This is an optimization exercise on Yosys and OpenROAD, whose aim is small area and few clock cycles per item, not a production implementation.
At most, simulation tests tie the RTL to the original design; equivalence was not proved.
Only the layout flow was run in run 6; the RTL was not checked for function there.

--- design/flow/config.mk ---
export PLATFORM = sky130hd
export DESIGN_NAME = aes128_enc
export DESIGN_NICKNAME = aes128_enc
export VERILOG_FILES = /design/flow/design.v
export SDC_FILE = /design/flow/constraint.sdc
export NUM_CORES = 4
export LEC_CHECK = 0
export CAP_MARGIN = 20
export CELL_PAD_IN_SITES_DETAIL_PLACEMENT = 2
export CELL_PAD_IN_SITES_GLOBAL_PLACEMENT = 4
export CORE_MARGIN = 2
export CORE_UTILIZATION = 25
export SLEW_MARGIN = 20
--- design/flow/design.v ---
module aes_sbox (
    input  wire [7:0] in,
    output wire [7:0] out
);
    wire U0 = in[7], U1 = in[6], U2 = in[5], U3 = in[4];
    wire U4 = in[3], U5 = in[2], U6 = in[1], U7 = in[0];
    wire S0, S1, S2, S3, S4, S5, S6, S7;
    wire T1, T2, T3, T4, T5, T6, T7, T8, T9, T10, T11, T12;
    wire T13, T14, T15, T16, T17, T18, T19, T20, T21, T22, T23, T24;
    wire T25, T26, T27, M1, M2, M3, M4, M5, M6, M7, M8, M9;
    wire M10, M11, M12, M13, M14, M15, M16, M17, M18, M19, M20, M21;
    wire M22, M23, M24, M25, M26, M27, M28, M29, M30, M31, M32, M33;
    wire M34, M35, M36, M37, M38, M39, M40, M41, M42, M43, M44, M45;
    wire M46, M47, M48, M49, M50, M51, M52, M53, M54, M55, M56, M57;
    wire M58, M59, M60, M61, M62, M63, L0, L1, L2, L3, L4, L5;
    wire L6, L7, L8, L9, L10, L11, L12, L13, L14, L15, L16, L17;
    wire L18, L19, L20, L21, L22, L23, L24, L25, L26, L27, L28, L29;
    assign T1 = U0 ^ U3;
    assign T2 = U0 ^ U5;
    assign T3 = U0 ^ U6;
    assign T4 = U3 ^ U5;
    assign T5 = U4 ^ U6;
    assign T6 = T1 ^ T5;
    assign T7 = U1 ^ U2;
    assign T8 = U7 ^ T6;
    assign T9 = U7 ^ T7;
    assign T10 = T6 ^ T7;
    assign T11 = U1 ^ U5;
    assign T12 = U2 ^ U5;
    assign T13 = T3 ^ T4;
    assign T14 = T6 ^ T11;
    assign T15 = T5 ^ T11;
    assign T16 = T5 ^ T12;
    assign T17 = T9 ^ T16;
    assign T18 = U3 ^ U7;
    assign T19 = T7 ^ T18;
    assign T20 = T1 ^ T19;
    assign T21 = U6 ^ U7;
    assign T22 = T7 ^ T21;
    assign T23 = T2 ^ T22;
    assign T24 = T2 ^ T10;
    assign T25 = T20 ^ T17;
    assign T26 = T3 ^ T16;
    assign T27 = T1 ^ T12;
    assign M1 = T13 & T6;
    assign M2 = T23 & T8;
    assign M3 = T14 ^ M1;
    assign M4 = T19 & U7;
    assign M5 = M4 ^ M1;
    assign M6 = T3 & T16;
    assign M7 = T22 & T9;
    assign M8 = T26 ^ M6;
    assign M9 = T20 & T17;
    assign M10 = M9 ^ M6;
    assign M11 = T1 & T15;
    assign M12 = T4 & T27;
    assign M13 = M12 ^ M11;
    assign M14 = T2 & T10;
    assign M15 = M14 ^ M11;
    assign M16 = M3 ^ M2;
    assign M17 = M5 ^ T24;
    assign M18 = M8 ^ M7;
    assign M19 = M10 ^ M15;
    assign M20 = M16 ^ M13;
    assign M21 = M17 ^ M15;
    assign M22 = M18 ^ M13;
    assign M23 = M19 ^ T25;
    assign M24 = M22 ^ M23;
    assign M25 = M22 & M20;
    assign M26 = M21 ^ M25;
    assign M27 = M20 ^ M21;
    assign M28 = M23 ^ M25;
    assign M29 = M28 & M27;
    assign M30 = M26 & M24;
    assign M31 = M20 & M23;
    assign M32 = M27 & M31;
    assign M33 = M27 ^ M25;
    assign M34 = M21 & M22;
    assign M35 = M24 & M34;
    assign M36 = M24 ^ M25;
    assign M37 = M21 ^ M29;
    assign M38 = M32 ^ M33;
    assign M39 = M23 ^ M30;
    assign M40 = M35 ^ M36;
    assign M41 = M38 ^ M40;
    assign M42 = M37 ^ M39;
    assign M43 = M37 ^ M38;
    assign M44 = M39 ^ M40;
    assign M45 = M42 ^ M41;
    assign M46 = M44 & T6;
    assign M47 = M40 & T8;
    assign M48 = M39 & U7;
    assign M49 = M43 & T16;
    assign M50 = M38 & T9;
    assign M51 = M37 & T17;
    assign M52 = M42 & T15;
    assign M53 = M45 & T27;
    assign M54 = M41 & T10;
    assign M55 = M44 & T13;
    assign M56 = M40 & T23;
    assign M57 = M39 & T19;
    assign M58 = M43 & T3;
    assign M59 = M38 & T22;
    assign M60 = M37 & T20;
    assign M61 = M42 & T1;
    assign M62 = M45 & T4;
    assign M63 = M41 & T2;
    assign L0 = M61 ^ M62;
    assign L1 = M50 ^ M56;
    assign L2 = M46 ^ M48;
    assign L3 = M47 ^ M55;
    assign L4 = M54 ^ M58;
    assign L5 = M49 ^ M61;
    assign L6 = M62 ^ L5;
    assign L7 = M46 ^ L3;
    assign L8 = M51 ^ M59;
    assign L9 = M52 ^ M53;
    assign L10 = M53 ^ L4;
    assign L11 = M60 ^ L2;
    assign L12 = M48 ^ M51;
    assign L13 = M50 ^ L0;
    assign L14 = M52 ^ M61;
    assign L15 = M55 ^ L1;
    assign L16 = M56 ^ L0;
    assign L17 = M57 ^ L1;
    assign L18 = M58 ^ L8;
    assign L19 = M63 ^ L4;
    assign L20 = L0 ^ L1;
    assign L21 = L1 ^ L7;
    assign L22 = L3 ^ L12;
    assign L23 = L18 ^ L2;
    assign L24 = L15 ^ L9;
    assign L25 = L6 ^ L10;
    assign L26 = L7 ^ L9;
    assign L27 = L8 ^ L10;
    assign L28 = L11 ^ L14;
    assign L29 = L11 ^ L17;
    assign S0 = L6 ^ L24;
    assign S1 = ~(L16 ^ L26);
    assign S2 = ~(L19 ^ L28);
    assign S3 = L6 ^ L21;
    assign S4 = L20 ^ L22;
    assign S5 = L25 ^ L29;
    assign S6 = ~(L13 ^ L27);
    assign S7 = ~(L6 ^ L23);
    assign out = {S0, S1, S2, S3, S4, S5, S6, S7};
endmodule
module aes128_enc (
    input  wire         clk,
    input  wire         rst,         
    input  wire         start,
    input  wire [127:0] key,
    input  wire [127:0] block_in,
    output wire         ready,
    output reg          done,
    output wire [127:0] block_out
);
    reg  [3:0]  phase;               
    reg [127:0] state;               
    reg [127:0] round_key;           
    wire idle = (phase == 4'd0);
    assign ready     = idle;
    assign block_out = state ^ round_key;
    reg [7:0] rcon;
    always @(*) begin
        case (phase)
            4'd0:    rcon = 8'h01;
            4'd1:    rcon = 8'h02;
            4'd2:    rcon = 8'h04;
            4'd3:    rcon = 8'h08;
            4'd4:    rcon = 8'h10;
            4'd5:    rcon = 8'h20;
            4'd6:    rcon = 8'h40;
            4'd7:    rcon = 8'h80;
            4'd8:    rcon = 8'h1b;
            default: rcon = 8'h36;
        endcase
    end
    wire last = (phase == 4'd9);     
    wire [127:0] s0 = idle ? block_in : state;
    wire [127:0] k0 = idle ? key      : round_key;
    wire [127:0] s1, k1;
    aes_round u_round (.s(s0), .k(k0), .rcon(rcon), .mix(!last), .s_out(s1), .k_out(k1));
    always @(posedge clk) begin
        if (rst) begin
            phase <= 4'd0;
            done  <= 1'b0;
        end else begin
            done <= 1'b0;
            if (idle) begin
                if (start) phase <= 4'd1;
            end else if (last) begin
                phase <= 4'd0;
                done  <= 1'b1;
            end else begin
                phase <= phase + 4'd1;
            end
        end
    end
    always @(posedge clk) begin
        state     <= s1;
        round_key <= k1;
    end
endmodule
module aes_round (
    input  wire [127:0] s,
    input  wire [127:0] k,
    input  wire [7:0]   rcon,
    input  wire         mix,
    output wire [127:0] s_out,
    output wire [127:0] k_out
);
    wire [31:0] w0 = k[127:96];
    wire [31:0] w1 = k[95:64];
    wire [31:0] w2 = k[63:32];
    wire [31:0] w3 = k[31:0];
    wire [31:0] sub_rot;
    aes_sbox u_ks0 (.in(w3[23:16]), .out(sub_rot[31:24]));
    aes_sbox u_ks1 (.in(w3[15:8]),  .out(sub_rot[23:16]));
    aes_sbox u_ks2 (.in(w3[7:0]),   .out(sub_rot[15:8]));
    aes_sbox u_ks3 (.in(w3[31:24]), .out(sub_rot[7:0]));
    wire [31:0] n0 = w0 ^ sub_rot ^ {rcon, 24'h000000};
    wire [31:0] n1 = w1 ^ n0;
    wire [31:0] n2 = w2 ^ n1;
    wire [31:0] n3 = w3 ^ n2;
    assign k_out = {n0, n1, n2, n3};
    wire [127:0] x = s ^ k;
    wire [127:0] sub;
    genvar i;
    generate
        for (i = 0; i < 16; i = i + 1) begin : g_sbox
            aes_sbox u_sbox (.in(x[127-8*i -: 8]), .out(sub[127-8*i -: 8]));
        end
    endgenerate
    wire [127:0] shifted;
    genvar r, c;
    generate
        for (c = 0; c < 4; c = c + 1) begin : g_col
            for (r = 0; r < 4; r = r + 1) begin : g_row
                assign shifted[127-8*(4*c+r) -: 8] = sub[127-8*(4*(((c+r)%4))+r) -: 8];
            end
        end
    endgenerate
    function [7:0] xtime;
        input [7:0] a;
        xtime = {a[6:0], 1'b0} ^ (a[7] ? 8'h1b : 8'h00);
    endfunction
    generate
        for (c = 0; c < 4; c = c + 1) begin : g_mix
            wire [7:0] a0 = shifted[127-32*c -: 8];
            wire [7:0] a1 = shifted[119-32*c -: 8];
            wire [7:0] a2 = shifted[111-32*c -: 8];
            wire [7:0] a3 = shifted[103-32*c -: 8];
            wire [7:0] p01 = a0 ^ a1;
            wire [7:0] p12 = a1 ^ a2;
            wire [7:0] p23 = a2 ^ a3;
            wire [7:0] p30 = a3 ^ a0;
            wire [7:0] t   = p01 ^ p23;
            wire [7:0] m   = {8{mix}};
            assign s_out[127-32*c -: 8] = a0 ^ (m & (t ^ xtime(p01)));
            assign s_out[119-32*c -: 8] = a1 ^ (m & (t ^ xtime(p12)));
            assign s_out[111-32*c -: 8] = a2 ^ (m & (t ^ xtime(p23)));
            assign s_out[103-32*c -: 8] = a3 ^ (m & (t ^ xtime(p30)));
        end
    endgenerate
endmodule
--- design/flow/constraint.sdc ---
create_clock -name core_clock -period 8.0 [get_ports {clk}]
set_input_delay 1.6000 -clock core_clock [delete_from_list [all_inputs] [get_ports {clk}]]
set_output_delay 1.6000 -clock core_clock [all_outputs]
set_load 0.01 [all_outputs]
--- design/flow/run.sh ---
#!/bin/bash
# synth_recipe.tcl (not shown) runs the flow's synth.tcl, then flattens the netlist and writes it again
# the make line also repeats each setting of config.mk as NAME=value (left out here)
make -C /OpenROAD-flow-scripts/flow DESIGN_CONFIG=/design/flow/config.mk WORK_HOME=/design/flow/orfs CLKGATE_MAP_FILE= SYNTH_SCRIPT=/design/flow/synth_recipe.tcl finish
==> results of run 1 <==
## final cells by class
| type | count | area share, % |
|---|---|---|
| multi-input combinational | 6753 | 66.9 |
| sequential | 269 | 6.99 |
| inverter | 192 | 0.945 |
| antenna | 2 | 0.00650 |
| timing repair buffer | 1671 | 18.1 |
| clock inverter | 21 | 0.481 |
| tap | 3150 | 5.12 |
| clock buffer | 52 | 1.45 |
## logic make-up after synthesis
| kind of cell | after synthesis |
|---|---|
| simple gates | 1971 |
| xor+xnor | 2401 |
| buf+inv | 562 |
| flops | 269 |
| mux | 481 |
| fa+ha+maj | 48 |
| compound gates | 1852 |
## registers in the layout (all words and copies together) (netlist names)
| register | flops |
|---|---|
| round_key | 128 |
| phase | 4 |
| done | 1 |
| u_round.rcon | 8 |
| state | 128 |
## worst max path at each step
| stage | start | end | slack [ps] | cells after the start |
|---|---|---|---|---|
| 2_1_floorplan | phase[0] | state[121] | 350 | 35 |
| 3_3_place_gp | key[17] | state[34] | -570 | 23 |
| 3_5_place_dp | key[17] | state[34] | -450 | 23 |
| 4_1_cts | key[17] | state[34] | 150 | 23 |
| 5_1_grt | key[6] | state[116] | 8 | 24 |
| 6_report | key[42] | state[99] | 370 | 25 |
## synth_stat cells (31+ instances only)
master     instances
buf_6             35
nor3_1           167
nor4_1            41
xnor3_1          140
or3_1             41
nand4_1           39
o221ai_1          40
and2_1            42
a22oi_1           59
mux2i_2           32
a2111oi_0         31
o211ai_1          81
o21ai_0          408
ha_1              43
mux2_2            60
buf_1             33
xor2_1           559
a31oi_1           50
xor3_1            32
mux2i_1          372
a21oi_1          462
o31ai_1           46
nand3_1          183
a221oi_1          34
inv_1            189
a211oi_1          80
nand2_1          640
clkbuf_1         170
o21ai_1           34
xnor2_1         1571
o32ai_1           31
nor2_1           620
a21o_1            32
nand2b_1          35
dfxtp_1          269
o22ai_1          110
xnor2_2           62
buf_2            114
## worst reg2reg max path: stages, from the launching register on
cell and delay, ps:
dfxtp_1 330, inv_1 130, ha_1 160, or3b_4 490
inv_8 520, buf_4 390, nor2_1 90, a21oi_1 450
xnor2_1 200, ha_1 370, xnor2_1 260, o21ai_0 200
o211ai_1 250, nand2_2 260, a31oi_1 250, o22ai_1 130
nor4b_1 300, buf_4 170, xor2_1 190, xor3_2 600
xnor2_1 330, xnor3_1 420, xnor2_1 350, xnor2_1 180
nand2_1 90, xor2_1 190
## layer usage
| metal | part of all wire [%] | global-route usage [%] | up-vias |
|---|---|---|---|
| met5 | 0.013 | 0 | - |
| li1 | - | - | 29551 |
| met1 | 50 | 38.6 | 32144 |
| met3 | 2.6 | 1.52 | 180 |
| met4 | 2.3 | 5.49 | 6 |
| met2 | 45 | 43.5 | 963 |
## metrics by stage
stage	utilization [%]	setup WS, ps
after floorplan	-	350
after global placement	32.0	-567
after detailed placement	32.0	-451
after CTS	32.7	146
after global routing	32.7	7.80
final	32.7	368
==> impl_metrics.yaml, run 1 <==
status:
  status: "no timing/DRC/antenna violations"
global_route:
  overflow: 0
  grt_pass1_wl_um: 486000
  grt_pass1_vias: 66953
  grtUsageTotal_pct: 26.7
  antenna_found_initial: 10
  grt_max_degree: 73
worst_setup_path:
  rrSetupSlack_ps: 580
  path_class: "input pin to register"
  cp_num_buf_inv: 5
  worstSetupStartpointType: "input pin"
  r2r-start: "phase[1]"
  critPathSlowestCell: "xor3_1"
  crit_path_end_kind: "register"
  cp.arrival_ps: 8140
  crit_required_ps: 8500
  critical_path.most_common_cell: "xnor2_1"
  path_max_fanout: 4
  max_stage_delay_ps: 540
  crit_family: "XOR/XNOR gates"
  reg2regPathDepth: 25
  reg2reg_to: "state[116]"
hold_path:
  hold_depth: 2
  min_from: "round_key[35]"
  hp-class: "register to register"
  min_to: "round_key[35]"
clock_network:
  ctsResizeCount: 0
  clkSlewWorstSetupHoldPaths_ps: 50
  numCtsBuffers: 42
  htree_levels: 2
  cts_setup_buffers: 0
  cts_root_buf: "clkbuf_16"
  cts_sinks: 269
  clock_path_buffers: 3
  clkLatencyLatePin_ps: 670
  postCtsHoldBufs: 0
  cts_tree: "yes"
place:
  dpl_cell_area_mm2: 0.0754
  dpl.hpwl_um: 281000
  dpl.cell_count: 12034
  gp_congestion: 0.912
  port_buffers: 388
layout:
  stdcell_area_mm2: 0.0771
  mostFrequentLayoutCell: "xnor2_1"
  final-seq-area_mm2: 0.00539
  final_nets: 9231
  final_cell_mix: "xnor2_1 (1555), buf_4 (1250), nand2_1 (639)"
  fill_cells: 27277
  areaGrowthSynthToFinish_pct: 29.8
  final_cell_count_no_fill: 12110
  multi_input_area_mm2: 0.0516
  drive_gt1_share_pct: 19.0
timing:
  hold_ws_ps: 640
  hold_viol: 0
  fmax_mhz: 131
  finalSetupViolations: 0
  maxSlewHeadroom_pct: 21.3
  fin_crit_sh_pct: 95.4
  rsz0062_at_grt: "no"
  period_minus_slack_ps: 7630
  setup_tns_ps: 0
  clock_skew_ps: 47.4
  tightest_slew_ps: 1170
  slew_viol_final: 0
detailed_routing:
  ant_nets: 0
  vias: 62844
  first_pass_iters: 5
  drtIter0Drc: 3074
  viasPerCell: 5.19
  drcViolationCount: 0
  wl_per_cell_um: 27.5
  wl_um: 333000
yosys:
  netlist_area_mm2: 0.0593
  synth_area_leader_cell: "xnor2_1"
  yosys.area.top_type_share_pct: 23.2
  syn_area_per_cell_um2: 7.83
  ys_seq_area_share_pct: 9.07
  syn-num-nets: 7886
  synth_fa_ha_area_share_pct: 0.991
  synth-xor-area-share_pct: 40.9
  synth_compound_gate_area_share_pct: 20.9
  synth_edf_count: 0
  synth_cell_types: 124
  synth_top_family_by_area: "XOR/XNOR gates"
  synth_area_leaders: "xnor2_1 (23%), dfxtp_1 (9.1%), xor2_1 (8.2%)"
  synth_cells: 7584
  async_flop_share_pct: 0
  ys_ff_latch: 269
  yosysWarnings: 2
  synthSimpleGateAreaFrac_pct: 15.0
  synthMuxAreaShare_pct: 8.73
  ys.flop_type: "dfxtp_1"
flow_run:
  cap_violations: 0
floorplanning:
  io_pins: 389
  core_area_mm2: 0.236
  placementRows: 178
  die_w_um: 491
  die_h_um: 491
  start_util_pct: 25.2
  die-area_mm2: 0.241
Testbench counts, summed over its fixed seeds: cycles 16,008, blocks 1,600.
==> inputs of run 2 (changes only) <==
==> design/flow/flow/run.sh (new file) <==
#!/bin/bash
# Own layout flow: the standard flow (standard.sh) unchanged except for
# ABC's technology mapping in synthesis, which uses flow/abc_map.script
# (area-oriented mapping) in place of ORFS's speed script. Yosys's passes,
# register names, floorplan, placement, CTS, routing and finish are the
# standard flow's. Run in the standard flow's work folder: bash flow/run.sh
set -euo pipefail
W=$(pwd)
F=$W/flow

# Synthesis script: synth_recipe.tcl with the abc call's -script replaced.
{
  head -n 1 synth_recipe.tcl
  cat <<TCL
proc abc {args} {
  set i [lsearch -exact \$args -script]
  if {\$i >= 0} { lset args [expr {\$i + 1}] $F/abc_map.script }
  yosys abc {*}\$args
}
TCL
  tail -n +2 synth_recipe.tcl
} > my_synth.tcl

sed "s#$W/synth_recipe.tcl#$W/my_synth.tcl#g" standard.sh > my_standard.sh
grep -q "my_synth.tcl" my_standard.sh

# Port buffers: the smallest buffer instead of the one buffer_ports picks.
bash my_standard.sh BUFFER_PORTS_ARGS="-buffer_cell sky130_fd_sc_hd__buf_1" finish > flow_make.log 2>&1
==> design/flow/flow/abc_map.script (new file) <==
&get -n
&dch
&nf -R 1000
&put
==> design/flow/standard.sh (new file) <==
#!/bin/bash
# synth_recipe.tcl (not shown) runs the flow's synth.tcl, then flattens the netlist and writes it again
# the make line also repeats each setting of config.mk as NAME=value (left out here)
make -C /OpenROAD-flow-scripts/flow DESIGN_CONFIG=/design/flow/config.mk WORK_HOME=/design/flow/orfs CLKGATE_MAP_FILE= SYNTH_SCRIPT=/design/flow/synth_recipe.tcl "${@:-finish}"
==> design/flow/config.mk (replaced) <==
export PLATFORM = sky130hd
export DESIGN_NAME = aes128_enc
export DESIGN_NICKNAME = aes128_enc
export VERILOG_FILES = /design/flow/design.v
export SDC_FILE = /design/flow/constraint.sdc
export NUM_CORES = 4
export LEC_CHECK = 0
export CAP_MARGIN = 20
export CELL_PAD_IN_SITES_DETAIL_PLACEMENT = 0
export CELL_PAD_IN_SITES_GLOBAL_PLACEMENT = 1
export CORE_MARGIN = 2
export CORE_UTILIZATION = 50
export CTS_BUF_LIST = sky130_fd_sc_hd__clkbuf_4 sky130_fd_sc_hd__clkbuf_8
export SLEW_MARGIN = 20
removed: design/flow/run.sh
==> run 2 against run 1 <==
  * Register-to-register slack worse by 180 ps
  * Non-clock buffer count shrank 1012
  * Wire length down 67%
  * Via count is 55% lower
  * Sequential cell count unchanged
  * Largest cell class unchanged
  * Still clean
  * Clock skew down 25 ps
  * Global-route usage is 3.5 points higher
  * Cell count down 53%
==> impl_metrics.yaml, run 2 <==
floorplanning:
  start_util_pct: 50.6
  die-area_mm2: 0.0703
  die_h_um: 265
  placementRows: 95
  die_w_um: 265
  core_area_mm2: 0.0674
  io_pins: 389
layout:
  areaGrowthSynthToFinish_pct: 20.2
  final_cell_mix: "xnor2_1 (1405), xor2_1 (787), buf_1 (388)"
  mostFrequentLayoutCell: "xnor2_1"
  fill_cells: 6412
  stdcell_area_mm2: 0.0410
  final-seq-area_mm2: 0.00539
  fin_util_pct: 60.8
  multi_input_area_mm2: 0.0294
  drive_gt1_share_pct: 10.5
  final_nets: 5040
worst_setup_path:
  crit_path_cell_trace: "clkinv_1, ha_1, nand2_8, buf_12, mux2i_1, buf_4, xor2_1, xnor2_1, xor2_1, ha_1, xnor2_1, xnor2_1, xnor2_1, nor2_1, a31oi_1, xor2_1, xnor2_1, nand2_1, xnor2_1, xnor2_1, xnor2_1, xnor2_1, xnor2_1, xnor2_1"
  max_stage_delay_ps: 820
  r2r-start: "phase[0]"
  path_class: "register to register"
  critPathSlowestCell: "xnor2_1"
  worstSetupStartpointType: "register"
  cp.arrival_ps: 8200
  crit_start: "phase[0]"
  crit_path_end_kind: "register"
  critical_path.most_common_cell: "xnor2_1"
  reg2reg_to: "round_key[19]"
  path_max_fanout: 36
  reg2regPathDepth: 24
  rrSetupSlack_ps: 400
  crit_required_ps: 8600
global_route:
  grtUsageTotal_pct: 30.2
  grt_pass1_wl_um: 163000
  antenna_found_initial: 3
  grt_max_degree: 61
  grt_pass1_vias: 28118
  overflow: 0
timing:
  rsz0062_at_grt: "yes"
  fin_crit_sh_pct: 95.0
  hold_viol: 0
  finalSetupViolations: 0
  clock_skew_ps: 22.0
  tightest_slew_ps: 975
  maxSlewHeadroom_pct: 34.5
  period_minus_slack_ps: 7600
  slew_viol_final: 0
  fmax_mhz: 132
place:
  gp_congestion: 0.962
  dpl_cell_area_mm2: 0.0388
  port_buffers: 388
  dpl.hpwl_um: 93200
clock_network:
  htree_levels: 2
  postCtsHoldBufs: 0
  clock_path_buffers: 3
  clkSlewWorstSetupHoldPaths_ps: 60
  cts_tree: "yes"
  cts_sinks: 269
  cts_root_buf: "clkbuf_8"
  clkLatencyLatePin_ps: 680
  numCtsBuffers: 55
yosys:
  synth_area_leaders: "xnor2_1 (39%), xor2_1 (21%), dfxtp_1 (16%)"
  yosysWarnings: 2
  ys.flop_type: "dfxtp_1"
  netlist_area_mm2: 0.0341
  syn-num-nets: 4324
  syn_area_per_cell_um2: 8.48
  synth_area_leader_cell: "xnor2_1"
  ys_seq_area_share_pct: 15.8
  synth_cell_types: 43
  synth_cells: 4022
  ys_ff_latch: 269
  synth_common_cells: "xnor2_1 (1512), xor2_1 (811), nand2_1 (287)"
  yosysMostFrequentCell: "xnor2_1"
  synth_edf_count: 0
  async_flop_share_pct: 0
  yosys.area.top_type_share_pct: 38.8
hold_path:
  min_from: "u_round.rcon[7]"
  min_to: "round_key[127]"
  hp-class: "register to register"
  hold_depth: 2
detailed_routing:
  wl_per_cell_um: 19.4
  first_pass_iters: 5
  vias: 28108
  viasPerCell: 4.97
  drtIter0Drc: 1331
  wl_um: 109000
  drcViolationCount: 0
  ant_nets: 0
flow_run:
  cap_violations: 0
status:
  status: "no timing/DRC/antenna violations"
[run 2: changes by cell type after synthesis, sizes merged, moves of 126 or more]
cell,before,now
nand2,641,287
xor2,588,811
o21ai,445,125
inv,191,0
buf,200,0
clkbuf,170,0
nor2,632,285
mux2i,415,256
nand3,183,5
a21oi,465,118
xnor3,143,2
xnor2,1638,1512
nor3,172,5
[run 2: critical path: cells and delay by family, from the launching register on]
kind / cells / cell delay [ps]
muxes: 1 / 380
xor gates and xnor gates: 14 / 4660
DFF: 1 / 440
adders and majority gates: 2 / 500
and+or+nand+nor: 3 / 390
AOI/OAI and AO/OA: 1 / 410
buffers and inverters: 3 / 650
[run 2: stage by stage]
| stage | setup slack, ps | instances | TNS (ps) | hold WS (ps) |
|---|---|---|---|---|
| 2_1_floorplan | 8.10 | 4022 | 0 | 569 |
| 3_3_place_gp | -84.7 | 5552 | -441 | 662 |
| 3_5_place_dp | -125 | 5552 | -956 | 656 |
| 4_1_cts | 18.0 | 5646 | 0 | 658 |
| 5_1_grt | -89.4 | 5648 | -375 | 672 |
| 6_report | 403 | 5650 | 0 | 656 |
[run 2: worst max-delay path by stage]
stage | to | slack (ps) | depth (start not counted)
2_1_floorplan | state[95] | 8 | 29
3_3_place_gp | state[127] | -80 | 23
6_report | round_key[19] | 400 | 24
4_1_cts | state[114] | 20 | 29
3_5_place_dp | state[90] | -120 | 26
5_1_grt | state[14] | -90 | 28
[run 2: cell type report]
cell class,instances,share of cell area [%]
Antenna cell,2,0.0122
Clock buffer,75,2.33
Clock inverter,19,0.531
Inverter,80,0.797
Multi-Input combinational cell,3673,71.8
Sequential cell,269,13.1
Tap cell,873,2.66
Timing Repair Buffer,659,8.70
[run 2: kinds of logic (layout without fill, tap and decap cells)]
kind of cell	count (synthesis)	count (layout)	share of synthesized area, %
DFF	269	269	15.8
AOI/OAI and AO/OA	309	309	5.08
adders and majority gates	43	43	1.58
other	0	2	0
and+or+nand+nor	740	740	9.35
muxes	256	256	7.52
xor gates and xnor gates	2325	2325	59.8
buffers and inverters	80	833	0.881
[run 2: timing repair]
action | 4_1_cts | 5_1_grt
resized for setup | 4 | 132
buffers inserted | 0 | 2
pin swaps | 0 | 4
setup endpoints to repair | 16 | 129
[run 2: per-layer routing]
layer,track usage (%),share of wire [%],wire length [um]
met2,52.0,48,52100
met5,0,0,0
met4,10.7,3.9,4320
met1,38.2,44,47800
met3,4.48,4.8,5240
==> inputs of run 3 (changes only) <==
--- a/design/flow/design.v
+++ b/design/flow/design.v
@@ -155,12 +155,12 @@
     output reg          done,
     output wire [127:0] block_out
 );
+    reg         idle;                
     reg  [3:0]  phase;               
     reg [127:0] state;               
     reg [127:0] round_key;           
-    wire idle = (phase == 4'd0);
     assign ready     = idle;
-    assign block_out = state ^ round_key;
+    assign block_out = state;
     reg [7:0] rcon;
     always @(*) begin
         case (phase)
@@ -183,13 +183,18 @@
     aes_round u_round (.s(s0), .k(k0), .rcon(rcon), .mix(!last), .s_out(s1), .k_out(k1));
     always @(posedge clk) begin
         if (rst) begin
+            idle  <= 1'b1;
             phase <= 4'd0;
             done  <= 1'b0;
         end else begin
             done <= 1'b0;
             if (idle) begin
-                if (start) phase <= 4'd1;
+                if (start) begin
+                    idle  <= 1'b0;
+                    phase <= 4'd1;
+                end
             end else if (last) begin
+                idle  <= 1'b1;
                 phase <= 4'd0;
                 done  <= 1'b1;
             end else begin
@@ -256,11 +261,10 @@
             wire [7:0] p23 = a2 ^ a3;
             wire [7:0] p30 = a3 ^ a0;
             wire [7:0] t   = p01 ^ p23;
-            wire [7:0] m   = {8{mix}};
-            assign s_out[127-32*c -: 8] = a0 ^ (m & (t ^ xtime(p01)));
-            assign s_out[119-32*c -: 8] = a1 ^ (m & (t ^ xtime(p12)));
-            assign s_out[111-32*c -: 8] = a2 ^ (m & (t ^ xtime(p23)));
-            assign s_out[103-32*c -: 8] = a3 ^ (m & (t ^ xtime(p30)));
+            assign s_out[127-32*c -: 8] = a0 ^ (mix ? t ^ xtime(p01) : k_out[127-32*c -: 8]);
+            assign s_out[119-32*c -: 8] = a1 ^ (mix ? t ^ xtime(p12) : k_out[119-32*c -: 8]);
+            assign s_out[111-32*c -: 8] = a2 ^ (mix ? t ^ xtime(p23) : k_out[111-32*c -: 8]);
+            assign s_out[103-32*c -: 8] = a3 ^ (mix ? t ^ xtime(p30) : k_out[103-32*c -: 8]);
         end
     endgenerate
 endmodule
--- a/design/flow/flow/run.sh
+++ b/design/flow/flow/run.sh
@@ -25,4 +25,5 @@
 grep -q "my_synth.tcl" my_standard.sh
 
 # Port buffers: the smallest buffer instead of the one buffer_ports picks.
-bash my_standard.sh BUFFER_PORTS_ARGS="-buffer_cell sky130_fd_sc_hd__buf_1" finish > flow_make.log 2>&1
+# No extraction of half adders before ABC (ADDER_MAP_FILE empty).
+bash my_standard.sh ADDER_MAP_FILE= BUFFER_PORTS_ARGS="-buffer_cell sky130_fd_sc_hd__buf_1" finish > flow_make.log 2>&1
==> run 3 against run 2 <==
  * Die area decreased by 2.5%
  * First-iteration DRC count increased by 34%
  * Non-clock buffer count is 59 higher
  * Register-to-register slack hardly changed
  * Count of clock-buffer cells in the layout stayed put
  * Worst hold slack worse by 54 ps
  * Worst setup slack worse by 5.4 ps
  * Clock skew increased by 5.6 ps
  * Critical path depth rose by 4
==> impl_metrics.yaml, run 3 <==
status:
  status: "no timing/DRC/antenna violations"
worst_setup_path:
  critical_path.most_common_cell: "xnor2_1"
  cp.arrival_ps: 8110
  reg2reg_to: "state[122]"
  path_max_fanout: 35
  r2r-start: "idle"
  reg2regPathDepth: 28
  crit_path_end_kind: "register"
  cp_num_buf_inv: 4
  path_class: "register to register"
  crit_family: "XOR/XNOR gates"
  max_stage_delay_ps: 640
  critPathSlowestCell: "dfxtp_4"
  rrSetupSlack_ps: 400
  worstSetupStartpointType: "register"
  crit_required_ps: 8500
detailed_routing:
  drcViolationCount: 0
  viasPerCell: 5.04
  ant_nets: 0
  vias: 28595
  wl_per_cell_um: 20.5
  drtIter0Drc: 1786
  first_pass_iters: 5
  wl_um: 116000
place:
  dp_slack_ps: -119
  gp_congestion: 0.937
  dpl.cell_count: 5581
  dpl.hpwl_um: 99700
  port_buffers: 388
clock_network:
  postCtsHoldBufs: 0
  numCtsBuffers: 50
  htree_levels: 2
  cts_root_buf: "clkbuf_8"
  cts_tree: "yes"
  cts_sinks: 270
  clock_path_buffers: 3
  clkSlewWorstSetupHoldPaths_ps: 60
  clkLatencyLatePin_ps: 650
floorplanning:
  start_util_pct: 50.5
  die_h_um: 262
  die-area_mm2: 0.0685
  placementRows: 94
  core_area_mm2: 0.0657
  io_pins: 389
  die_w_um: 262
yosys:
  synth_area_leader_cell: "xnor2_1"
  ys.flop_type: "dfxtp_1"
  syn_area_per_cell_um2: 8.31
  synth_common_cells: "xnor2_1 (1666), xor2_1 (573), nor2_1 (468)"
  async_flop_share_pct: 0
  synth_cells: 4000
  synth_area_leaders: "xnor2_1 (44%), dfxtp_1 (16%), xor2_1 (15%)"
  syn-num-nets: 4259
  synth_cell_types: 37
  synth_edf_count: 0
  netlist_area_mm2: 0.0332
  yosysWarnings: 2
  yosysMostFrequentCell: "xnor2_1"
  ys_ff_latch: 270
  yosys.area.top_type_share_pct: 43.9
  ys_seq_area_share_pct: 16.3
timing:
  period_minus_slack_ps: 7600
  fin_crit_sh_pct: 95.0
  finalSetupViolations: 0
  clock_skew_ps: 27.6
  fin_ws_ps: 398
  tightest_slew_ps: 1180
  maxSlewHeadroom_pct: 20.6
  fmax_mhz: 132
  rsz0062_at_grt: "no"
  slew_viol_final: 0
  hold_viol: 0
global_route:
  grt_max_degree: 81
  grt_pass1_vias: 27962
  antenna_found_initial: 3
  grt_pass1_wl_um: 170000
  grtUsageTotal_pct: 33.0
  overflow: 0
layout:
  final_nets: 5029
  final_cell_mix: "xnor2_1 (1513), xor2_1 (513), nor2_1 (464)"
  drive_gt1_share_pct: 13.8
  fill_cells: 6149
  mostFrequentLayoutCell: "xnor2_1"
  areaGrowthSynthToFinish_pct: 24.0
  final_cell_count_no_fill: 5676
hold_path:
  min_from: "round_key[5]"
  hold_depth: 2
  hp-class: "register to register"
  min_to: "round_key[5]"
flow_run:
  cap_violations: 0
## run 3: area by class of cell
class / count / area [um^2] / area share (%)
flip-flops and latches: 270 / 5410 / 13.1
inverters: 58 / 218 / 0.528
clock inverters: 18 / 200 / 0.486
clock buffers: 75 / 957 / 2.32
repair buffers: 718 / 4010 / 9.73
well taps: 864 / 1080 / 2.62
multi-input cells: 3672 / 29300 / 71.2
diodes: 1 / 2.50 / 0.00607
## run 3: worst max path at each step
stage	from	to	cells past startpoint
final	idle	state[122]	28
after global routing	idle	state[122]	28
after CTS	idle	state[91]	24
after detailed placement	key[83]	state[122]	27
after global placement	key[83]	state[122]	27
after floorplan	idle	state[34]	24
## run 3: kinds of logic (layout without fill, tap and decap cells)
family / after synthesis / count (layout) / synth area share [%]
muxes: 262 / 262 / 7.90
buffers and inverters: 58 / 869 / 0.655
AOI/OAI and AO/OA: 290 / 290 / 4.78
and+or+nand+nor: 876 / 876 / 11.0
DFF: 270 / 270 / 16.3
xor gates and xnor gates: 2244 / 2244 / 59.4
other: 0 / 1 / 0
## run 3: repair_timing
item | in CTS | in global routing
endpoints found under the setup margin | 0 | 33
setup buffers | 0 | 1
hold endpoints to repair | 0 | 0
resized for setup | 0 | 6
## run 3: metal layers
layer / GRT usage [%] / vias up / part of all wire [%]
met5: 0 / - / 0
met2: 54.7 / 787 / 46
met1: 44.5 / 13409 / 45
li1: - / 14226 / -
met3: 3.20 / 173 / 5.1
met4: 12.3 / 0 / 4.0
## run 3: stage by stage
stage | area [um^2] | util [%] | hold WS, ps | setup TNS [ps]
after floorplan | 34900 | - | 608 | -49640
after global placement | 40000 | 60.8 | 585 | -506
after detailed placement | 40000 | 60.8 | 595 | -667
after CTS | 41200 | 62.6 | 610 | 0
after global routing | 41200 | 62.7 | 650 | 0
final | 41200 | 62.7 | 602 | 0
## run 3: worst reg2reg max path, delay by kind of cell (launching register included)
kind / cells / cell delay, ps
buffers and inverters: 4 / 920
AO/OA/AOI/OAI: 4 / 720
multiplexers: 1 / 630
AND/OR/NAND/NOR: 3 / 670
XOR/XNOR: 16 / 3890
flip-flops: 1 / 640
Testbench counts of run 3, summed over its fixed seeds: cycles 16,008, blocks 1,600.
==> inputs of run 4 (changes only) <==
--- a/design/flow/config.mk
+++ b/design/flow/config.mk
@@ -9,6 +9,6 @@
 export CELL_PAD_IN_SITES_DETAIL_PLACEMENT = 0
 export CELL_PAD_IN_SITES_GLOBAL_PLACEMENT = 1
 export CORE_MARGIN = 2
-export CORE_UTILIZATION = 50
+export CORE_UTILIZATION = 65
 export CTS_BUF_LIST = sky130_fd_sc_hd__clkbuf_4 sky130_fd_sc_hd__clkbuf_8
 export SLEW_MARGIN = 20
==> run 4 against run 3 <==
  * Still clean
  * Via count grew 3.1%
  * Non-clock buffer count down 99
  * Synthesized cell count stayed put
  * Cell count down 5.1%
  * Worst setup slack worse by 65 ps
  * Clock skew rose by 20 ps
  * Global-route usage rose by 7.7 points
  * Area after synthesis did not move
  * Worst hold slack better by 58 ps
  * Critical path type unchanged
==> impl_metrics.yaml, run 4 <==
status:
  status: "no timing/DRC/antenna violations"
yosys:
  yosys.area.top_type_share_pct: 43.9
  syn-num-nets: 4259
  syn_area_per_cell_um2: 8.31
  yosysMostFrequentCell: "xnor2_1"
  ys.flop_type: "dfxtp_1"
  synth_area_leaders: "xnor2_1 (44%), dfxtp_1 (16%), xor2_1 (15%)"
  synth_cell_types: 37
  synth_edf_count: 0
  ys_ff_latch: 270
  synth_common_cells: "xnor2_1 (1666), xor2_1 (573), nor2_1 (468)"
  async_flop_share_pct: 0
  netlist_area_mm2: 0.0332
  ys_seq_area_share_pct: 16.3
  synth_area_leader_cell: "xnor2_1"
  yosysWarnings: 2
  synth_cells: 4000
timing:
  period_minus_slack_ps: 7670
  finalSetupViolations: 0
  tightest_slew_ps: 1090
  clock_skew_ps: 48.0
  setup_tns_ps: 0
  fmax_mhz: 130
  rsz0062_at_grt: "no"
  slew_viol_final: 0
  fin_ws_ps: 333
  maxSlewHeadroom_pct: 26.8
  fin_crit_sh_pct: 95.8
  hold_viol: 0
clock_network:
  numCtsBuffers: 51
  htree_levels: 2
  cts_root_buf: "clkbuf_8"
  postCtsHoldBufs: 0
  cts_sinks: 270
  clock_path_buffers: 3
  cts_tree: "yes"
  clkLatencyLatePin_ps: 680
  clkSlewWorstSetupHoldPaths_ps: 70
layout:
  final_cell_count_no_fill: 5385
  final-seq-area_mm2: 0.00541
  areaGrowthSynthToFinish_pct: 21.0
  drive_gt1_share_pct: 11.9
  final_cell_mix: "xnor2_1 (1515), xor2_1 (513), nor2_1 (464)"
  final_nets: 4931
  mostFrequentLayoutCell: "xnor2_1"
  fill_cells: 3654
  multi_input_area_mm2: 0.0293
floorplanning:
  die_h_um: 230
  placementRows: 82
  die-area_mm2: 0.0529
  start_util_pct: 66.1
  core_area_mm2: 0.0503
  die_w_um: 230
  io_pins: 389
hold_path:
  min_from: "round_key[34]"
  min_to: "round_key[34]"
  hold_depth: 2
  hp-class: "register to register"
worst_setup_path:
  worstSetupStartpointType: "register"
  crit_path_end_kind: "register"
  rrSetupSlack_ps: 330
  path_max_fanout: 28
  reg2reg_to: "state[38]"
  path_class: "register to register"
  r2r-start: "idle"
  reg2regPathDepth: 25
  crit_required_ps: 8580
  cp.arrival_ps: 8240
detailed_routing:
  first_pass_iters: 5
  vias: 29484
  wl_per_cell_um: 20.5
  drcViolationCount: 0
  drtIter0Drc: 2227
  viasPerCell: 5.48
  ant_nets: 0
  wl_um: 110000
place:
  dpl.hpwl_um: 92600
  dp_slack_ps: 31.0
  gp_congestion: 1.09
  dpl.cell_count: 5291
  port_buffers: 388
global_route:
  grtUsageTotal_pct: 40.7
  grt_pass1_vias: 29040
  grt_pass1_wl_um: 166000
  grt_max_degree: 87
  overflow: 0
  antenna_found_initial: 1
flow_run:
  cap_violations: 0
-- run 4: cell counts after synthesis --
No cell type changed its count.
-- run 4: cell families (layout without fill, tap and decap cells) --
kind of cell	count (synthesis)	in the layout	share of synthesized area [%]
AOI/OAI and AO/OA	290	290	4.78
xor gates and xnor gates	2244	2244	59.4
buffers and inverters	58	770	0.655
DFF	270	270	16.3
muxes	262	262	7.90
other	0	1	0
and+or+nand+nor	876	876	11.0
-- run 4: through the flow --
step                cell area (um^2)  utilization [%]  hold WS, ps
floorplan                      34900                -          608
detailed placement             39000             77.6          625
CTS                            40200             79.9          658
global placement               39000             77.6          605
finish                         40200             80.0          660
global route                   40200             80.0          685
-- run 4: repair_timing --
action / in CTS / in global routing
resized for setup: 0 / 1
setup buffers: 0 / 0
setup endpoints to repair: 0 / 1
-- run 4: layer usage --
layer  share of wire [%]  wire length (um)  vias up  GRT usage [%]
met3                 8.6              9520      273           6.29
met1                  40             44600    13922           52.4
li1                    -                 -    14016              -
met4                 6.8              7480        0           24.2
met5                   0                 0        -              0
met2                  44             48700     1273           64.4
-- run 4: cell type report --
type                    instances  area share, %
multi-input cells            3672           72.9
flip-flops and latches        270           13.5
repair buffers                619           8.06
clock buffers                  71           2.31
well taps                     672           2.09
clock inverters                22          0.641
inverters                      58          0.542
diodes                          1        0.00622
-- run 4: critical path, stage by stage (launching register included) --
cell and delay, ps:
dfxtp_4 590, buf_12 280, buf_4 370, mux2i_1 430
xnor2_1 230, xnor2_1 160, xnor2_1 580, xnor2_1 240
xor2_1 220, nor2_1 80, xnor2_1 420, nor2_1 150
xnor2_1 190, mux2i_1 380, xnor2_1 260, xnor2_1 140
and2_0 210, xnor2_2 400, xnor2_1 150, xnor2_1 710
xnor2_1 290, xnor2_2 400, nor2_1 90, a211oi_1 220
a21oi_1 80, xnor2_1 280
-- run 4: worst max-delay path by stage --
stage,startpoint,end,slack (ps),cells past startpoint
floorplan,idle,state[34],-630,24
global placement,block_in[77],state[11],120,26
detailed placement,key[7],state[8],30,25
CTS,idle,state[38],610,25
global route,idle,state[67],10,24
finish,idle,state[38],330,25
==> inputs of run 5 (changes only) <==
--- a/design/flow/flow/run.sh
+++ b/design/flow/flow/run.sh
@@ -26,4 +26,4 @@
 
 # Port buffers: the smallest buffer instead of the one buffer_ports picks.
 # No extraction of half adders before ABC (ADDER_MAP_FILE empty).
-bash my_standard.sh ADDER_MAP_FILE= BUFFER_PORTS_ARGS="-buffer_cell sky130_fd_sc_hd__buf_1" finish > flow_make.log 2>&1
+bash my_standard.sh ADDER_MAP_FILE= RECOVER_POWER=100 BUFFER_PORTS_ARGS="-buffer_cell sky130_fd_sc_hd__buf_1" finish > flow_make.log 2>&1
==> run 5 against run 4 <==
  * Now fails the layout checks on capacitance limit, slew limit
  * Die area stayed put
  * Critical path depth did not move
  * Global-route usage did not move
  * Utilization decreased by 0.72 points
  * Sequential cell count is the same
  * Design area shrank 0.90%
  * Cell count is essentially flat
  * Largest cell class unchanged
  * Highest routed layer unchanged
==> impl_metrics.yaml, run 5 <==
timing:
  rsz0062_at_grt: "no"
  fin_ws_ps: 296
  clock_skew_ps: 46.8
  tightest_slew_ps: 1960
  finalSetupViolations: 0
  fmax_mhz: 130
  hold_ws_ps: 656
  setup_tns_ps: 0
  hold_viol: 0
  period_minus_slack_ps: 7700
  maxSlewHeadroom_pct: -31.0
  slew_viol_final: 32
  fin_crit_sh_pct: 96.3
worst_setup_path:
  worstSetupStartpointType: "register"
  reg2regPathDepth: 25
  path_max_fanout: 28
  crit_path_end_kind: "register"
  crit_required_ps: 8590
  path_class: "register to register"
  cp.arrival_ps: 8300
hold_path:
  hp-class: "register to register"
  hold_depth: 2
layout:
  drive_gt1_share_pct: 10.5
  final_nets: 4931
  areaGrowthSynthToFinish_pct: 19.9
  final_cell_mix: "xnor2_1 (1531), xor2_1 (524), nor2_1 (464)"
  mostFrequentLayoutCell: "xnor2_1"
yosys:
  ys_seq_area_share_pct: 16.3
  synth_edf_count: 0
  synth_cells: 4000
  yosysMostFrequentCell: "xnor2_1"
  async_flop_share_pct: 0
  syn_area_per_cell_um2: 8.31
  synth_area_leader_cell: "xnor2_1"
  netlist_area_mm2: 0.0332
  synth_cell_types: 37
  synth_area_leaders: "xnor2_1 (44%), dfxtp_1 (16%), xor2_1 (15%)"
  yosys.area.top_type_share_pct: 43.9
  yosysWarnings: 2
  ys.flop_type: "dfxtp_1"
  synth_common_cells: "xnor2_1 (1666), xor2_1 (573), nor2_1 (468)"
  ys_ff_latch: 270
  syn-num-nets: 4259
place:
  dp_slack_ps: 31.0
  port_buffers: 388
  gp_congestion: 1.09
  dpl.hpwl_um: 92600
clock_network:
  cts_setup_buffers: 0
  clkSlewWorstSetupHoldPaths_ps: 70
  clock_path_buffers: 3
  cts_tree: "yes"
  htree_levels: 2
  ctsResizeCount: 0
  cts_root_buf: "clkbuf_8"
  clkLatencyLatePin_ps: 680
  postCtsHoldBufs: 0
  cts_sinks: 270
  numCtsBuffers: 51
global_route:
  grt_max_degree: 87
  grt_pass1_wl_um: 166000
  grt_pass1_vias: 29040
  grtUsageTotal_pct: 40.7
  antenna_found_initial: 1
  overflow: 0
status:
  status: "complete, but fails checks"
  so.violations: "capacitance limit, slew limit"
floorplanning:
  placementRows: 82
  start_util_pct: 66.1
  core_area_mm2: 0.0503
  die_h_um: 230
  die-area_mm2: 0.0529
  die_w_um: 230
  io_pins: 389
detailed_routing:
  ant_nets: 0
  drcViolationCount: 0
  viasPerCell: 5.47
  first_pass_iters: 5
  vias: 29445
  wl_um: 110000
  wl_per_cell_um: 20.5
  drtIter0Drc: 2370
flow_run:
  cap_violations: 1
## run 5: changes by cell type in the layout (fill, tap and decap cells not counted), moves of 2 or more
| cell | previous run | this run |
|---|---|---|
| xor2_2 | 59 | 48 |
| clkbuf_4 | 8 | 10 |
| xnor2_2 | 150 | 134 |
| buf_4 | 227 | 186 |
| clkbuf_2 | 0 | 4 |
| clkbuf_1 | 0 | 34 |
| xnor2_1 | 1515 | 1531 |
| xor2_1 | 513 | 524 |
## run 5: final timing paths
| path | start | end | slack (ps) |
|---|---|---|---|
| max | idle | state[51] | 300 |
| min | round_key[34] | round_key[34] | 660 |
| max reg2reg | idle | state[51] | 300 |
| min reg2reg | round_key[34] | round_key[34] | 660 |
## run 5: final cells by class
class                           instances  area, um^2
Multi-Input combinational cell       3672       29100
Fill cell                            3734       10400
Sequential cell                       270        5410
Timing Repair Buffer                  619        3100
Clock buffer                           71         927
Tap cell                              672         841
Clock inverter                         22         258
Inverter                               58         218
Antenna cell                            2        5.00
## run 5: logic make-up (layout without fill, tap and decap cells)
group	Yosys count	after routing	synth area share, %
AOI/OAI and AO/OA	290	290	4.78
xor gates and xnor gates	2244	2244	59.4
muxes	262	262	7.90
other	0	2	0
and+or+nand+nor	876	876	11.0
DFF	270	270	16.3
buffers and inverters	58	770	0.655
## run 5: layer usage
metal  wire length, um  GRT usage [%]  vias to the layer above
met5                 0              0                        -
met4              7760           24.2                        0
met3              9450           6.29                      294
met2             48400           64.4                     1304
met1             44900           52.4                    13824
li1                  -              -                    14023
## run 5: critical path, stage by stage (launching register included)
cell	delay [ps]
dfxtp_4	590
buf_12	280
buf_4	370
mux2i_1	430
xnor2_1	260
xnor2_1	380
xnor2_1	140
nor2_1	290
xnor2_1	200
xnor2_1	400
clkinv_1	230
nor2_1	200
xnor2_1	150
mux2i_1	390
xnor2_1	250
xnor2_1	140
and2_0	210
xnor2_2	400
xnor2_2	220
xnor2_2	540
xor2_1	510
xnor2_1	180
xnor2_1	240
xnor2_1	90
o21ai_0	260
xor2_1	230
## run 5: stage by stage
stage | cell area (um^2) | utilization, % | std cells
6_report | 39800 | 79.3 | 5386
5_1_grt | 39800 | 79.3 | 5385
4_1_cts | 40200 | 79.9 | 5384
3_5_place_dp | 39000 | 77.6 | 5291
3_3_place_gp | 39000 | 77.6 | 5291
2_1_floorplan | 34900 | - | 4000
==> inputs of run 6 (changes only) <==
--- a/design/flow/design.v
+++ b/design/flow/design.v
@@ -155,7 +155,8 @@
     output reg          done,
     output wire [127:0] block_out
 );
-    reg         idle;                
+    reg  [7:0]  idle_q;
+    wire        idle = idle_q[0];
     reg  [3:0]  phase;               
     reg [127:0] state;               
     reg [127:0] round_key;           
@@ -177,24 +178,36 @@
         endcase
     end
     wire last = (phase == 4'd9);     
-    wire [127:0] s0 = idle ? block_in : state;
-    wire [127:0] k0 = idle ? key      : round_key;
+    wire [127:0] s0, k0;
+    genvar g;
+    generate
+        for (g = 0; g < 4; g = g + 1) begin : g_in
+            assign s0[127-32*g -: 32] = idle_q[g]   ? block_in[127-32*g -: 32] : state[127-32*g -: 32];
+            assign k0[127-32*g -: 32] = idle_q[g+4] ? key[127-32*g -: 32]      : round_key[127-32*g -: 32];
+        end
+    endgenerate
+    integer j;
+    always @(posedge clk) begin
+        for (j = 0; j < 8; j = j + 1) begin
+            if (rst)
+                idle_q[j] <= 1'b1;
+            else if (idle_q[j])
+                idle_q[j] <= !start;
+            else
+                idle_q[j] <= last;
+        end
+    end
     wire [127:0] s1, k1;
     aes_round u_round (.s(s0), .k(k0), .rcon(rcon), .mix(!last), .s_out(s1), .k_out(k1));
     always @(posedge clk) begin
         if (rst) begin
-            idle  <= 1'b1;
             phase <= 4'd0;
             done  <= 1'b0;
         end else begin
             done <= 1'b0;
             if (idle) begin
-                if (start) begin
-                    idle  <= 1'b0;
-                    phase <= 4'd1;
-                end
+                if (start) phase <= 4'd1;
             end else if (last) begin
-                idle  <= 1'b1;
                 phase <= 4'd0;
                 done  <= 1'b1;
             end else begin
--- a/design/flow/flow/run.sh
+++ b/design/flow/flow/run.sh
@@ -26,4 +26,4 @@
 
 # Port buffers: the smallest buffer instead of the one buffer_ports picks.
 # No extraction of half adders before ABC (ADDER_MAP_FILE empty).
-bash my_standard.sh ADDER_MAP_FILE= RECOVER_POWER=100 BUFFER_PORTS_ARGS="-buffer_cell sky130_fd_sc_hd__buf_1" finish > flow_make.log 2>&1
+bash my_standard.sh ADDER_MAP_FILE= BUFFER_PORTS_ARGS="-buffer_cell sky130_fd_sc_hd__buf_1" finish > flow_make.log 2>&1
==> run 6 against run 5 <==
  * Now clean on timing, DRC and antenna
  * Synthesized cell count up 0.53%
  * Fmax is 2.2% higher
  * Count of clock-buffer cells in the layout decreased by 2
  * Area after synthesis grew 0.52%
  * Die area grew 0.51%
  * Worst setup slack gained 170 ps
  * Largest cell class unchanged
==> impl_metrics.yaml, run 6 <==
status:
  status: "no timing/DRC/antenna violations"
place:
  dpl.cell_count: 5409
  port_buffers: 388
  dpl_cell_area_mm2: 0.0381
  dp_slack_ps: -45.4
  dpl.hpwl_um: 93000
  gp_congestion: 1.06
global_route:
  grt_pass1_wl_um: 164000
  antenna_found_initial: 1
  grtUsageTotal_pct: 40.2
  grt_max_degree: 92
  grt_pass1_vias: 28367
  overflow: 0
worst_setup_path:
  crit_family: "XOR/XNOR gates"
  path_max_fanout: 16
  cp_num_buf_inv: 4
  r2r-start: "idle_q[7]"
  path_class: "register to register"
  worstSetupStartpointType: "register"
  cp.arrival_ps: 8110
  critPathSlowestCell: "xnor2_1"
  crit_start: "idle_q[7]"
  crit_required_ps: 8570
  crit_path_end_kind: "register"
  critical_path.most_common_cell: "xnor2_1"
  max_stage_delay_ps: 850
floorplanning:
  core_area_mm2: 0.0511
  io_pins: 389
  die_w_um: 231
  die-area_mm2: 0.0532
  die_h_um: 231
  start_util_pct: 65.4
  placementRows: 83
hold_path:
  hp-class: "register to register"
  min_from: "round_key[30]"
detailed_routing:
  first_pass_iters: 6
  vias: 29566
  viasPerCell: 5.38
  wl_per_cell_um: 20.0
  drtIter0Drc: 2147
  drcViolationCount: 0
  ant_nets: 0
  wl_um: 110000
clock_network:
  clkLatencyLatePin_ps: 680
  htree_levels: 2
  postCtsHoldBufs: 0
  clkSlewWorstSetupHoldPaths_ps: 70
  cts_root_buf: "clkbuf_8"
  numCtsBuffers: 51
  cts_tree: "yes"
  clock_path_buffers: 3
  cts_sinks: 277
yosys:
  syn_area_per_cell_um2: 8.30
  ys.flop_type: "dfxtp_1"
  synth_cells: 4021
  ys_seq_area_share_pct: 16.6
  synth_edf_count: 0
  synth_area_leaders: "xnor2_1 (43%), dfxtp_1 (17%), xor2_1 (16%)"
  yosysMostFrequentCell: "xnor2_1"
  synth_area_leader_cell: "xnor2_1"
  synth_common_cells: "xnor2_1 (1624), xor2_1 (613), nor2_1 (453)"
  synth_cell_types: 38
  yosys.area.top_type_share_pct: 42.6
  syn-num-nets: 4280
  netlist_area_mm2: 0.0334
  ys_ff_latch: 277
  async_flop_share_pct: 0
  yosysWarnings: 2
layout:
  stdcell_area_mm2: 0.0393
  areaGrowthSynthToFinish_pct: 17.6
  mostFrequentLayoutCell: "xnor2_1"
  final_nets: 5041
  drive_gt1_share_pct: 8.78
  final_cell_count_no_fill: 5498
  n_antenna_cell: 0
  fin_util_pct: 76.9
  final_cell_mix: "xnor2_1 (1621), xor2_1 (612), nor2_1 (453)"
timing:
  fmax_mhz: 133
  rsz0062_at_grt: "no"
  maxSlewHeadroom_pct: 25.8
  fin_ws_ps: 461
  hold_viol: 0
  finalSetupViolations: 0
  setup_tns_ps: 0
  tightest_slew_ps: 1110
  clock_skew_ps: 34.3
  hold_ws_ps: 604
  period_minus_slack_ps: 7540
  slew_viol_final: 0
  fin_crit_sh_pct: 94.2
flow_run:
  cap_violations: 0
==> run 6: cell types whose count changed after synthesis, sizes merged, moves of 5 or more <==
| cell | previous run | this run |
|---|---|---|
| and2 | 19 | 24 |
| clkinv | 58 | 53 |
| dfxtp | 270 | 277 |
| nand2 | 253 | 268 |
| nand2b | 44 | 50 |
| nor2 | 468 | 453 |
| nor2b | 69 | 64 |
| o21ai | 118 | 135 |
| or3 | 1 | 6 |
| xnor2 | 1666 | 1624 |
| xor2 | 573 | 613 |
==> run 6: area by class of cell <==
cell class	count	area (um^2)
clock buffers	69	893
clock inverters	20	196
fillers	4121	11800
inverters	53	199
multi-input cells	3691	27700
flip-flops and latches	277	5560
well taps	680	851
repair buffers	708	3860
==> run 6: routing by layer <==
layer  wire length (um)  global-route usage (%)
met1              44800                    50.7
met2              48000                    63.7
met3               9720                    7.52
met4               7780                    24.4
met5                 14                       0
==> run 6: tightest hold or removal path, cell delays in order (launching register included) <==
cell and delay, ps:
dfxtp_1 310, mux2i_1 90, xnor2_1 150
==> run 6: worst paths after layout <==
path	endpoint	slack, ps	cells after the start
hold reg to reg	round_key[30]	600	2
setup reg to reg	state[3]	460	25
hold / removal	round_key[30]	600	2
setup / recovery	state[3]	460	25
==> run 6: cell families (layout without fill, tap and decap cells) <==
logic type,Yosys count,count (layout),share of synthesized area (%)
compound gates,306,306,5.00
xor+xnor,2239,2239,58.8
buf+inv,53,850,0.596
flops,277,277,16.6
mux,260,260,7.79
simple gates,886,886,11.2
==> run 6: repair_timing <==
action                                 4_1_cts  5_1_grt
buffers inserted                             0        0
gates resized for setup                      0        5
endpoints found under the hold margin        0        0
setup endpoints to repair                    0       12

[afterwards: timing with drivers on the ports]
Ports are ideal in the flow. The routed layouts listed here were re-timed in OpenROAD. Step 1 sets driving cells, clkbuf_16 on the clock port and buf_2 on the other inputs (assumed; they add their load-dependent delay and slew). Step 2 times the ports against the registers' clock, not the clock port: input delays grow and output delays shrink by t, the midpoint of the rising clock arrivals with the driver on. Three values: ideal ports, drivers, drivers and shift; two values: the first two.
run	t, ns	slack for setup (ns)	latest minus earliest clock arrival (ns)	worst slew at a driven data input, ns
run 1	0.720	0.368 / 0.409 / -0.312	0.049 / 0.049	0.15
run 2	0.730	0.403 / 0.403 / 0.221	0.022 / 0.023	0.07
run 3	0.700	0.398 / 0.398 / -0.056	0.027 / 0.028	0.06
run 4	0.718	0.333 / 0.333 / -0.189	0.048 / 0.049	0.07
run 5	0.718	0.296 / 0.296 / -0.318	0.048 / 0.047	0.07
run 6	0.714	0.461 / 0.461 / -0.221	0.034 / 0.034	0.05
The setup slack of run 6, which loses most, moves by 0.000 ns with the drivers and by -0.682 ns with both steps.
